Background: an optimization exercise with open tools, aiming at small area, a short achievable clock period and few clock cycles per item. Do not read the settings as production practice. The RTL was checked by simulation tests, not by an equivalence proof against the original design.

run 1:
// sha256_core
module sha256_core (
    input  wire         clk,
    input  wire         rst,
    input  wire         start,
    input  wire         init,
    input  wire [511:0] block,      
    output wire         ready,
    output reg          done,
    output wire [255:0] digest      
);
export LEC_CHECK = 0
export CAP_MARGIN = 20
export CORE_MARGIN = 2
export CORE_UTILIZATION = 40
export SLEW_MARGIN = 20
create_clock -name core_clock -period 12.0 [get_ports {clk}]
standard.sh (not shown) runs the stock make flow with config.mk's settings and CLKGATE_MAP_FILE= SYNTH_SCRIPT=/design/flow/synth_recipe.tcl, a recipe that flattens the netlist after the stock synthesis.
==> flow/flow/run.sh <==
#!/bin/bash
# Layout: the standard flow (standard.sh, unchanged synthesis, floorplan, power grid
# and tap cells), with two changes to how the layout is optimised:
#   - the port buffers are the platform's smallest buffer (buf_1) instead of
#     clkdlybuf4s50_1;
#   - the timing repair aims at a larger setup slack than the clock period needs, and
#     only on the worst path (TNS_END_PERCENT 0).
# The clock period and the constraints are the standard flow's own (constraint.sdc is not touched).
set -euo pipefail
export SETUP_SLACK_MARGIN="${FLOW_SETUP_MARGIN:-8}"
export TNS_END_PERCENT=0
export BUFFER_PORTS_ARGS="-buffer_cell sky130_fd_sc_hd__buf_1"
bash standard.sh finish > standard_make.log 2>&1
Testbench counts of run 1, summed over its fixed seeds: cycles 131,136, blocks 2,048.
diff inputs: run 1 => run 2
diff --git a/flow/design.v b/flow/design.v
--- a/flow/design.v
+++ b/flow/design.v
@@ -20,22 +20,25 @@
         maj3 = (x & y) | (x & z) | (y & z);
     endfunction
     reg         run;       
     reg         pend;      
     reg         init_r;    
     reg  [5:0]  t;         
     reg  [31:0] H [0:7];
     reg  [31:0] a, b, c, d, e, f, g, p;
     reg  [31:0] w [0:15];
     reg         last, t60, t61, t62, t0, ready_r;
     reg         w_ld, w_sh;    
+    reg         s_sh, s_shd, s_rnd, s_fin, s_hld, s_hl, s_iv;
+    wire        last_nx = (t_nx == 6'd63);
+    wire        init_nx = (ready_r && start) ? init : init_r;
     reg  [5:0]  t_nx;
     reg         run_nx, pend_nx;
     always @* begin
         pend_nx = pend;
         if (ready_r && start) pend_nx = 1'b1;
         run_nx  = run;
         t_nx    = t;
         if (last) begin
             if (pend) begin
                 run_nx  = 1'b1;
                 pend_nx = 1'b0;
@@ -125,53 +128,50 @@
     wire [31:0] ha, he;
     add_small u_add_ha (.a(ha_op), .b(a), .ci(1'b0), .y(ha));
     add_small u_add_he (.a(he_op), .b(t0 ? ~H[0] : e), .ci(t0), .y(he));
     wire [31:0] iv0 = IV[255:224], iv1 = IV[223:192], iv2 = IV[191:160], iv3 = IV[159:128];
     wire [31:0] iv4 = IV[127:96],  iv5 = IV[95:64],   iv6 = IV[63:32];
     integer i;
     always @(posedge clk) begin
         for (i = 0; i < 15; i = i + 1)
             w[i] <= ({32{w_ld}} & block[511 - 32*i -: 32]) | ({32{w_sh}} & w[i + 1]);
         w[15] <= ({32{w_ld}} & block[31:0]) | ({32{w_sh}} & wn);
         p <= p_n;
-        if (run && !last) begin
-            a <= a_rnd;
-            b <= a;
-            c <= b;
-            d <= t62 ? H[4] : c;
-            e <= e_rnd;
-            f <= e;
-            g <= f;
-        end else begin
-            a <= init_r ? iv0 : run ? a_rnd : H[0];
-            b <= init_r ? iv1 : run ? ha    : H[1];
-            c <= init_r ? iv2 : H[2];
-            d <= init_r ? iv3 : H[3];
-            e <= init_r ? iv4 : run ? e_rnd : H[4];
-            f <= init_r ? iv5 : run ? he    : H[5];
-            g <= init_r ? iv6 : H[6];
-        end
+        a <= ({32{s_rnd}} & a_rnd) | ({32{s_hld}} & H[0]) | ({32{s_iv}} & iv0);
+        b <= ({32{s_sh}} & a) | ({32{s_fin}} & ha) | ({32{s_hld}} & H[1]) | ({32{s_iv}} & iv1);
+        c <= ({32{s_sh}} & b) | ({32{s_hl}} & H[2]) | ({32{s_iv}} & iv2);
+        d <= ({32{s_shd}} & c) | ({32{t62}} & H[4]) | ({32{s_hl}} & H[3]) | ({32{s_iv}} & iv3);
+        e <= ({32{s_rnd}} & e_rnd) | ({32{s_hld}} & H[4]) | ({32{s_iv}} & iv4);
+        f <= ({32{s_sh}} & e) | ({32{s_fin}} & he) | ({32{s_hld}} & H[5]) | ({32{s_iv}} & iv5);
+        g <= ({32{s_sh}} & f) | ({32{s_hl}} & H[6]) | ({32{s_iv}} & iv6);
         run     <= !rst && run_nx;
         pend    <= !rst && pend_nx;
         t       <= rst ? 6'd63 : t_nx;
         k_r     <= k_n;    
         rst_r   <= rst;
         last    <= rst || t_nx == 6'd63;
         t60     <= !rst && t_nx == 6'd60;
         t61     <= !rst && t_nx == 6'd61;
         t62     <= !rst && t_nx == 6'd62;
         t0      <= !rst && t_nx == 6'd0;
         ready_r <= rst || (!pend_nx && (!run_nx || t_nx == 6'd62));
         w_ld    <= rst || (!pend_nx && (!run_nx || t_nx == 6'd62));
         w_sh    <= !rst && !(!pend_nx && (!run_nx || t_nx == 6'd62));
         if (ready_r && start) init_r <= init;
+        s_sh  <= !rst && run_nx && !last_nx;
+        s_shd <= !rst && run_nx && !last_nx && t_nx != 6'd62;
+        s_rnd <= !rst && run_nx && !(last_nx && init_nx);
+        s_fin <= !rst && run_nx && last_nx && !init_nx;
+        s_hld <= !rst && !run_nx && !init_nx;
+        s_hl  <= !rst && last_nx && !init_nx;
+        s_iv  <= !rst && last_nx && init_nx;
         done    <= !rst && run && last;
         if (rst_r) begin
             for (i = 0; i < 8; i = i + 1) H[i] <= IV[255 - 32*i -: 32];
         end else begin
             if (run) begin
                 if (t0) begin
                     if (init_r) begin
                         for (i = 0; i < 8; i = i + 1) H[i] <= IV[255 - 32*i -: 32];
                         H[4] <= IV4_MINUS_IV0;
                     end else begin
                         H[4] <= he;
Going from run 1 to run 2, design area shrank slightly.
Run 2 and run 1 ended up with nearly the same clock-pin slew on the worst setup and hold paths.
Run 1 -> run 2: top achievable clock speed decreased by a few percent
Comparing run 2 and run 1, normalized max-slew margin is higher on run 1.
Diff run 2 and run 1: total iterations of the first detailed-routing run lower in run 1
Testbench counts of run 2, summed over its fixed seeds: cycles 131,136, blocks 2,048.

* * *

PW:
Another version of the RTL of sha256_core (not shown whole).
Size in the first run: roughly 6200 cells after synthesis, about 770 I/O pins.
==> flow/design.v (excerpt) <==
module sha256_core (
    input  wire         clk,
    input  wire         rst,
    input  wire         start,
    input  wire         init,
    input  wire [511:0] block,      
    output wire         ready,
    output reg          done,
    output wire [255:0] digest      
);
Settings: LEC_CHECK=0, CAP_MARGIN=20, CORE_MARGIN=2, CORE_UTILIZATION=40, SLEW_MARGIN=20; clock period 12.0 ns.
Scripts as last shown in full above: flow/flow/run.sh
Testbench counts of PW, summed over its fixed seeds: cycles 131,136, blocks 2,048.
What TR does differently from PW at the input level:
-- flow/design.v --
<<< PW, line 28
    reg  [31:0] w [0:15];
    reg         last, t60, t61, t62, t0, ready_r;
    reg  [5:0]  t_nx;
    reg         run_nx, pend_nx;
>>> TR, line 28
    reg  [31:0] w [0:15];
    reg         last, t60, t61, t62, t0, ready_r;
    reg         w_ld, w_sh;    
    reg         s_pg;      
    reg         h_fin;     
    reg         s_sh, s_shd, s_rnd, s_fin, s_hld, s_hl, s_iv;
    wire        last_nx = (t_nx == 6'd63);
    wire        init_nx = (ready_r && start) ? init : init_r;
    reg  [5:0]  t_nx;
    reg         run_nx, pend_nx;
<<< PW, line 115
    wire [31:0] wn;
    add_small u_add_w (.a(yw_s), .b(yw_c), .ci(1'b0), .y(wn));
    wire [31:0] h_n  = last ? (init_r ? IV[31:0] : H[7]) : t62 ? H[0] : g;
    wire [31:0] xp_s = h_n ^ k_r ^ w[0];
    wire [31:0] xp_c = maj3(h_n, k_r, w[0]) << 1;
    wire [31:0] p_n;
    add_small u_add_p (.a(xp_s), .b(xp_c), .ci(1'b0), .y(p_n));
    wire [31:0] ha_op = t60 ? H[4] : t61 ? H[3] : t62 ? H[2] : H[1];
    wire [31:0] he_op = t60 ? H[0] : t61 ? H[7] : t62 ? H[6] : last ? H[5] : H[4];
    wire [31:0] ha, he;
    add_small u_add_ha (.a(ha_op), .b(a), .ci(1'b0), .y(ha));
>>> TR, line 121
    wire [31:0] wn;
    add_small u_add_w (.a(yw_s), .b(yw_c), .ci(1'b0), .y(wn));
    wire [31:0] h_n  = ({32{s_pg}} & g) | ({32{t62}} & H[0]) | ({32{s_hl}} & H[7]) | ({32{s_iv}} & IV[31:0]);
    wire [31:0] xp_s = h_n ^ k_r ^ w[0];
    wire [31:0] xp_c = maj3(h_n, k_r, w[0]) << 1;
    wire [31:0] p_n;
    add_small u_add_p (.a(xp_s), .b(xp_c), .ci(1'b0), .y(p_n));
    wire [31:0] ha_op = ({32{t60}} & H[4]) | ({32{t61}} & H[3]) | ({32{t62}} & H[2]) | ({32{last}} & H[1]);
    wire [31:0] he_op = ({32{t0}} & H[4]) | ({32{t60}} & H[0]) | ({32{t61}} & H[7]) | ({32{t62}} & H[6]) | ({32{last}} & H[5]);
    wire [31:0] ha, he;
    add_small u_add_ha (.a(ha_op), .b(a), .ci(1'b0), .y(ha));
<<< PW, line 129
    integer i;
    always @(posedge clk) begin
        for (i = 0; i < 15; i = i + 1) w[i] <= ready ? block[511 - 32*i -: 32] : w[i + 1];
        w[15] <= ready ? block[31:0] : wn;
        p <= p_n;
        if (run && !last) begin
            a <= a_rnd;
            b <= a;
            c <= b;
            d <= t62 ? H[4] : c;
            e <= e_rnd;
            f <= e;
            g <= f;
        end else begin
            a <= init_r ? iv0 : run ? a_rnd : H[0];
            b <= init_r ? iv1 : run ? ha    : H[1];
            c <= init_r ? iv2 : H[2];
            d <= init_r ? iv3 : H[3];
            e <= init_r ? iv4 : run ? e_rnd : H[4];
            f <= init_r ? iv5 : run ? he    : H[5];
            g <= init_r ? iv6 : H[6];
        end
        run     <= !rst && run_nx;
        pend    <= !rst && pend_nx;
>>> TR, line 135
    integer i;
    always @(posedge clk) begin
        for (i = 0; i < 15; i = i + 1)
            w[i] <= ({32{w_ld}} & block[511 - 32*i -: 32]) | ({32{w_sh}} & w[i + 1]);
        w[15] <= ({32{w_ld}} & block[31:0]) | ({32{w_sh}} & wn);
        p <= p_n;
        a <= s_rnd ? a_rnd : (({32{s_hld}} & H[0]) | ({32{s_iv}} & iv0));
        b <= ({32{s_sh}} & a) | ({32{s_fin}} & ha) | ({32{s_hld}} & H[1]) | ({32{s_iv}} & iv1);
        c <= ({32{s_sh}} & b) | ({32{s_hl}} & H[2]) | ({32{s_iv}} & iv2);
        d <= ({32{s_shd}} & c) | ({32{t62}} & H[4]) | ({32{s_hl}} & H[3]) | ({32{s_iv}} & iv3);
        e <= s_rnd ? e_rnd : (({32{s_hld}} & H[4]) | ({32{s_iv}} & iv4));
        f <= ({32{s_sh}} & e) | ({32{s_fin}} & he) | ({32{s_hld}} & H[5]) | ({32{s_iv}} & iv5);
        g <= ({32{s_sh}} & f) | ({32{s_hl}} & H[6]) | ({32{s_iv}} & iv6);
        run     <= !rst && run_nx;
        pend    <= !rst && pend_nx;
<<< PW, line 160
        t0      <= !rst && t_nx == 6'd0;
        ready_r <= rst || (!pend_nx && (!run_nx || t_nx == 6'd62));
        if (ready_r && start) init_r <= init;
        done    <= !rst && run && last;
        if (rst_r) begin
>>> TR, line 157
        t0      <= !rst && t_nx == 6'd0;
        ready_r <= rst || (!pend_nx && (!run_nx || t_nx == 6'd62));
        w_ld    <= rst || (!pend_nx && (!run_nx || t_nx == 6'd62));
        w_sh    <= !rst && !(!pend_nx && (!run_nx || t_nx == 6'd62));
        if (ready_r && start) init_r <= init;
        s_sh  <= !rst && run_nx && !last_nx;
        s_pg  <= rst || (!last_nx && t_nx != 6'd62);
        h_fin <= !rst && run_nx && last_nx;
        s_shd <= !rst && run_nx && !last_nx && t_nx != 6'd62;
        s_rnd <= !rst && run_nx && !(last_nx && init_nx);
        s_fin <= !rst && run_nx && last_nx && !init_nx;
        s_hld <= !rst && !run_nx && !init_nx;
        s_hl  <= !rst && last_nx && !init_nx;
        s_iv  <= !rst && last_nx && init_nx;
        done    <= !rst && run && last;
        if (rst_r) begin
<<< PW, line 187
                end
                if (last) begin
                    H[0] <= a_rnd;
                    H[1] <= ha;
                    H[4] <= e_rnd;
                    H[5] <= he;
                end
            end
        end
    end
>>> TR, line 195
                end
                if (last) begin
                    H[1] <= ha;
                    H[5] <= he;
                end
            end
        end
        if (h_fin) begin
            H[0] <= a_rnd;
            H[4] <= e_rnd;
        end
    end
- Delta (TR minus PW): non-clock buffer instance count of the final layout essentially unchanged; sequential share of cell area shows an increase of 2.4 points; smallest setup slack after layout increased 0.033 ns.
- TR vs PW — design area dropped about 3.3%.
- Diff PW and TR: total placed cells including tap cells higher in PW
- The lower clock tree buffer count of the final layout came out of TR.
- NOTE number of fill cells in the layout PW->TR decreased by a few percent
- [compare] base=PW new=TR: floorplan core area moved down, cell count after synthesis now sits lower, end-of-flow core utilization essentially unchanged, number of global-route vias before repair lower.
- Compare PW and TR | first-pass GRT wire length higher: PW
- Run comparison: PW most used routing layer met1; TR most used routing layer met2
- Looking at diode insertion count for antenna repair across PW and TR, the one that comes out lower is PW.
Testbench counts of TR, summed over its fixed seeds: cycles 131,136, blocks 2,048.

[re-timing with driven ports]
How much do the figures lean on ideal ports? The routed layouts below were timed once more, with nothing changed but the port constraints. Step 1, drivers: a clkbuf_16 drives clk and a buf_2 each remaining input, both assumed. Step 2 adds t to the input delays and takes it off the output delays; t is the mean of the earliest and latest rising clock arrival at the registers after step 1. Input paths then give back, and output paths get back, about the clock's delay inside the block. Slacks: ideal ports / drivers / drivers and shift; pairs: ideal ports / drivers.
run	t, ns	slack for setup (ns)	pins driven straight from the clock port
run 1	0.859	6.877 / 6.877 / 6.877	1
run 2	0.837	6.742 / 6.742 / 6.742	1
PW	0.830	7.317 / 7.317 / 7.317	1
TR	0.853	7.350 / 7.350 / 7.350	1
After both steps setup and hold are still met in every run listed.
